What follows belongs to an exercise in optimizing a design on an open flow for small area, a short achievable clock period and few clock cycles per item; a production flow would make more cautious choices.
In this exercise RTL edits were held to simulation tests only and were not proved equivalent to the original.
The clock port is modelled as an ideal driver; clocking choices that lean on that would not hold on a real chip.

## comp_blend
module comp_blend (
    input  wire         clk,
    input  wire         rst,          
    input  wire         in_valid,
    output wire         in_ready,
    input  wire [7:0]   l_en,         
    input  wire [63:0]  z_order,      
    input  wire [79:0]  g_alpha,      
    input  wire [35:0]  bg_colour,    
    input  wire [9:0]   bg_alpha,     
    input  wire [1:0]   depth_sel,    
    input  wire [1:0]   rot,          
    input  wire [2:0]   x_lo,         
    input  wire [2:0]   y_lo,         
    input  wire [287:0] l_colour,     
    input  wire [79:0]  l_alpha,      
    input  wire [7:0]   l_inside,     
    output wire         out_valid,
    input  wire         out_ready,
    output reg  [11:0]  out_c0,       
    output reg  [11:0]  out_c1,       
    output reg  [11:0]  out_c2,       
    output reg  [9:0]   out_alpha,    
    output reg  [9:0]   out_key       
);
    function [5:0] dmat;
        input [2:0] u;
        input [2:0] w;
        reg [47:0] row;
        begin
            case (w)
                3'd0: row = {6'd42, 6'd10, 6'd34, 6'd2,  6'd40, 6'd8,  6'd32, 6'd0 };
                3'd1: row = {6'd26, 6'd58, 6'd18, 6'd50, 6'd24, 6'd56, 6'd16, 6'd48};
                3'd2: row = {6'd38, 6'd6,  6'd46, 6'd14, 6'd36, 6'd4,  6'd44, 6'd12};
                3'd3: row = {6'd22, 6'd54, 6'd30, 6'd62, 6'd20, 6'd52, 6'd28, 6'd60};
  ...
Settings: LEC_CHECK=0, CAP_MARGIN=20, CORE_MARGIN=2, CORE_UTILIZATION=40, SETUP_SLACK_MARGIN=4, SLEW_MARGIN=20; clock period 50.0 ns.
standard.sh (not shown) runs the stock make flow with config.mk's settings and CLKGATE_MAP_FILE= SYNTH_SCRIPT=/design/flow/synth_recipe.tcl, a recipe that flattens the netlist after the stock synthesis.
==> flow/flow/run.sh <==
#!/bin/bash
set -euo pipefail
here=$(cd "$(dirname "$0")" && pwd)
export BUFFER_PORTS_ARGS="-buffer_cell sky130_fd_sc_hd__buf_1"
export POST_CTS_TCL="$here/post_cts.tcl"
bash standard.sh finish > standard.log 2>&1
==> flow/flow/post_cts.tcl <==
# Extra setup repair after clock tree synthesis (sourced by ORFS's cts.tcl).
estimate_parasitics -placement
puts "post_cts: worst slack before [sta::worst_slack -max]"
repair_timing -setup -setup_margin 39 -skip_last_gasp -verbose
set result [catch { detailed_placement } msg]
if { $result != 0 } {
  error "Detailed placement failed after the extra repair: $msg"
}
check_placement -verbose
estimate_parasitics -placement
puts "post_cts: worst slack after [sta::worst_slack -max]"
Testbench counts at the start, summed over its fixed seeds: cycles 6,242, items 2,400.
==> next run, changes <==
--- a/flow/design.v
+++ b/flow/design.v
@@ -57,15 +57,17 @@
     endfunction
     integer ci, cj, mi, ai, si, sj;
     reg        think;         
     reg        rdy;           
     reg        sf;            
     reg [2:0]  hca, hcb;      
     reg        nf;            
-    reg [7:0]  cnd;           
+    reg [7:0]  act;           
+    reg [7:0]  opq;           
+    reg [7:0]  done;          
     reg [7:0]  blu [0:7];     
     reg [7:0]  blw [0:7];     
     integer bi, bj;
     always @* begin
         for (bi = 0; bi < 8; bi = bi + 1)
             for (bj = 0; bj < 8; bj = bj + 1)
                 blw[bi][bj] = (bi < bj) ? blu[bi][bj] : (bi > bj) ? ~blu[bj][bi] : 1'b0;
@@ -96,16 +98,22 @@
     wire stall = dv & ov & p2v & p2first;
     wire mv    = dv & ~ov;
     wire dv_n  = (p2v & p2last & ~stall) | (dv & ~mv);
     wire ov_n  = mv | (ov & ~out_ready);
     wire st_n  = p1v & p1first & dv_n & ov_n;
     wire st_g  = dv_n & ov_n & (stall ? (p2v & p2first) : (p1v & p1first));
     reg [7:0] cand, sel, rem, sel2, rem2;
+    reg       cov;
     always @* begin
-        cand = cnd;
+        for (ci = 0; ci < 8; ci = ci + 1) begin
+            cov = 1'b0;
+            for (cj = 0; cj < 8; cj = cj + 1)
+                if (cj != ci && opq[cj] && blw[ci][cj]) cov = 1'b1;
+            cand[ci] = act[ci] & ~done[ci] & ~cov;
+        end
         for (ci = 0; ci < 8; ci = ci + 1) begin
             sel[ci] = cand[ci] & ~think;
             for (cj = 0; cj < 8; cj = cj + 1)
                 if (cj != ci && cand[cj] && !blw[ci][cj]) sel[ci] = 1'b0;
         end
         rem = cand & ~sel;
         for (ci = 0; ci < 8; ci = ci + 1) begin
@@ -192,16 +200,15 @@
     comp_blend_bc u_b1 (.din(din1), .e(e1), .a(p2a), .cn(p1c[23:12]), .dn(nd1), .en(ne1));
     comp_blend_bc u_b2 (.din(din2), .e(e2), .a(p2a), .cn(p1c[11:0]),  .dn(nd2), .en(ne2));
     wire [12:0] xe0 = {1'b0, p1c[35:24]} - {1'b0, (p1first ? bgc[35:24] : d0)} + 13'd4096;
     wire [12:0] xe1 = {1'b0, p1c[23:12]} - {1'b0, (p1first ? bgc[23:12] : d1)} + 13'd4096;
     wire [12:0] xe2 = {1'b0, p1c[11:0]}  - {1'b0, (p1first ? bgc[11:0]  : d2)} + 13'd4096;
     wire        xsel = p1first | ~p2v;
     comp_blend_ba u_ba (.ain(ain), .a(p2a), .an(nacc));
-    wire [19:0] ky  = {acc_a, 10'd0} - {3'd0, acc_a, 7'd0} - {6'd0, acc_a, 4'd0}
-                      - {8'd0, acc_a, 2'd0} + 20'd511;
+    wire [19:0] ky  = 10'd876 * acc_a + 20'd511;
     wire [10:0] kgs = {1'b0, ky[19:10]} + {1'b0, ky[9:0]} + 11'd1;
     wire [9:0]  key = 10'd64 + ky[19:10] + {9'd0, kgs[10]};
     always @(posedge clk) begin
         if (rst) begin
             think <= 1'b1;
             rdy   <= 1'b0;
             sf    <= 1'b0;
@@ -242,27 +249,29 @@
             if (think) begin
                 p1first <= 1'b0;
                 p1last  <= 1'b1;
                 p1p     <= hp;
                 p1g     <= hg;
                 p1c     <= hc;
                 nf      <= 1'b1;
-                cnd     <= cnd_in;
+                done    <= 8'd0;
+                act     <= act_in;
                 hca     <= le012(cnd_in[3:0]);
                 hcb     <= le012(cnd_in[7:4]);
+                opq     <= opq_in;
                 for (si = 0; si < 8; si = si + 1)
                     for (sj = si + 1; sj < 8; sj = sj + 1)
                         blu[si][sj] <= (z_order[8*si +: 8] <= z_order[8*sj +: 8]);
             end else begin
                 p1first <= nf;
                 p1last  <= acc & (rem == 8'd0);
                 p1p     <= s1p;
                 p1g     <= s1g;
                 p1c     <= s1c;
-                cnd     <= cnd & ~sel;
+                done    <= done | sel;
                 nf      <= 1'b0;
                 if (nf) begin
                     bgc   <= bg_colour;
                     bga   <= bg_alpha;
                     bthr  <= thr_in;
                     bdsel <= depth_sel;
                 end
The changed run finished with timing, DRC and antenna clean.
First-iteration DRC count is higher by a quarter to a third.
Non-clock buffer count is lower by 26.
Flip-flop and latch count is higher by 16.
Clock-buffer cell count is higher by 3.
Wire length is higher by a few percent.
Hold slack barely changes.
Via count is higher by a few percent.
Register-to-register slack improved by 0.03 ns.
Testbench counts after the change, summed over its fixed seeds: cycles 6,242, items 2,400.

the previous run:
Another version of the RTL of comp_blend (not shown whole).
Size: ~5500 cells after synthesis, about 380 flip-flops, roughly 51000 µm² of cells after synthesis.
clock: 50.0 ns
lec_check: 0
cap_margin: 20
core_margin: 2
core_utilization: 40
setup_slack_margin: 4
slew_margin: 20
==> flow/flow/post_cts.tcl <==
# Extra setup repair after clock tree synthesis (sourced by ORFS's cts.tcl).
estimate_parasitics -placement
puts "post_cts: worst slack before [sta::worst_slack -max]"
repair_timing -setup -setup_margin 38.4 -skip_last_gasp -verbose
set result [catch { detailed_placement } msg]
if { $result != 0 } {
  error "Detailed placement failed after the extra repair: $msg"
}
check_placement -verbose
estimate_parasitics -placement
puts "post_cts: worst slack after [sta::worst_slack -max]"
Scripts as last shown in full above: flow/flow/run.sh
Testbench counts of the previous run, summed over its fixed seeds: cycles 6,242, items 2,400.
### the previous run -> the current run
diff --git a/flow/design.v b/flow/design.v
--- a/flow/design.v
+++ b/flow/design.v
@@ -54,17 +54,17 @@
                 default: reduce = v;
             endcase
         end
     endfunction
     integer ci, cj, mi, ai, si, sj;
     reg        think;         
     reg        rdy;           
     reg        g1;            
-    reg [3:0]  pra, prb;      
+    reg [2:0]  hca, hcb;      
     reg        nf;            
     reg [7:0]  cnr;           
     reg [7:0]  done;          
     reg [7:0]  blu [0:7];     
     reg [7:0]  blw [0:7];     
     integer bi, bj;
     always @* begin
         for (bi = 0; bi < 8; bi = bi + 1)
@@ -85,20 +85,17 @@
     reg [9:0]  p2a;
     reg [35:0] p2c;
     reg [11:0] d0, d1, d2;    
     reg [9:0]  acc_a;
     reg [3:0]  dthr;
     reg [1:0]  ddsel;
     reg        dv;            
     reg        ov;            
-    wire ge3 = (pra[0] & pra[1] & (pra[2] | pra[3])) | (pra[2] & pra[3] & (pra[0] | pra[1])) |
-               (prb[0] & (pra[1] | pra[2] | pra[3])) | (prb[1] & (pra[0] | pra[2] | pra[3])) |
-               (prb[2] & (pra[0] | pra[1] | pra[3])) | (prb[3] & (pra[0] | pra[1] | pra[2]));
-    wire acc = rdy | (g1 & ~ge3);
+    wire acc = rdy | (g1 & ((hca[0] & hcb[2]) | (hca[1] & hcb[1]) | (hca[2] & hcb[0])));
     assign in_ready  = acc;
     assign out_valid = ov;
     wire stall = dv & ov & p2v & p2first;
     wire mv    = dv & ~ov;
     wire dv_n  = (p2v & p2last & ~stall) | (dv & ~mv);
     wire ov_n  = mv | (ov & ~out_ready);
     wire st_n  = p1v & p1first & dv_n & ov_n;
     wire st_g  = dv_n & ov_n & (stall ? (p2v & p2first) : (p1v & p1first));
@@ -232,20 +229,18 @@
             if (mv)
                 ov <= 1'b1;
             else if (out_ready)
                 ov <= 1'b0;
         end
     end
     always @(posedge clk) begin
         cnr <= cnd_in;
-        for (si = 0; si < 4; si = si + 1) begin
-            pra[si] <= cnd_in[2*si] | cnd_in[2*si+1];
-            prb[si] <= cnd_in[2*si] & cnd_in[2*si+1];
-        end
+        hca <= le012(cnd_in[3:0]);
+        hcb <= le012(cnd_in[7:4]);
         for (si = 0; si < 8; si = si + 1)
             for (sj = si + 1; sj < 8; sj = sj + 1)
                 blu[si][sj] <= (z_order[8*si +: 8] <= z_order[8*sj +: 8]);
     end
     always @(posedge clk) begin
         if (!stall) begin
             if (think) begin
                 p1first <= 1'b0;
## What came out
Compare the previous run and the current run | clock tree buffer count of the final layout higher: the previous run. [compare] base=the previous run new=the current run: cell count now sits lower, layout-stage area growth over the synthesis result saw an increase, final area level, average via count per standard cell grew by about 0.9%.
Testbench counts of the current run, summed over its fixed seeds: cycles 6,242, items 2,400.

-- separate check: timing with driven ports --
How much do the figures lean on ideal ports? The routed layouts below were timed once more, with nothing changed but the port constraints. Step 1 assumes that a clkbuf_16 drives the clock port and a buf_2 every other input. Step 2 moves the port delays by t, midway between the first and last clock arrival at a register: inputs arrive t later, outputs are due t later. That takes back most of the time a late clock gives input paths. a / b / c = no drivers / after step 1 / after step 2; a / b = the first two.
| run | t (ns) | setup slack, ns | worst setup path at the end | slew at the worst register clock pin (ns) |
|---|---|---|---|---|
| the first run of note 1 | 0.746 | 37.775 / 37.815 / 37.071 | input to register | 0.07 / 0.07 |
| the second run of note 1 | 0.738 | 38.028 / 38.067 / 37.334 | input to register | 0.07 / 0.07 |
| the previous run | 0.696 | 37.975 / 37.899 / 37.548 | input to register | 0.07 / 0.07 |
| the current run | 0.720 | 37.878 / 37.785 / 37.375 | input to register | 0.07 / 0.07 |
After both steps every run listed still meets setup and hold. The setup slack of the first run of note 1, which loses most, moves by +0.040 ns with the drivers and by -0.704 ns with both steps.
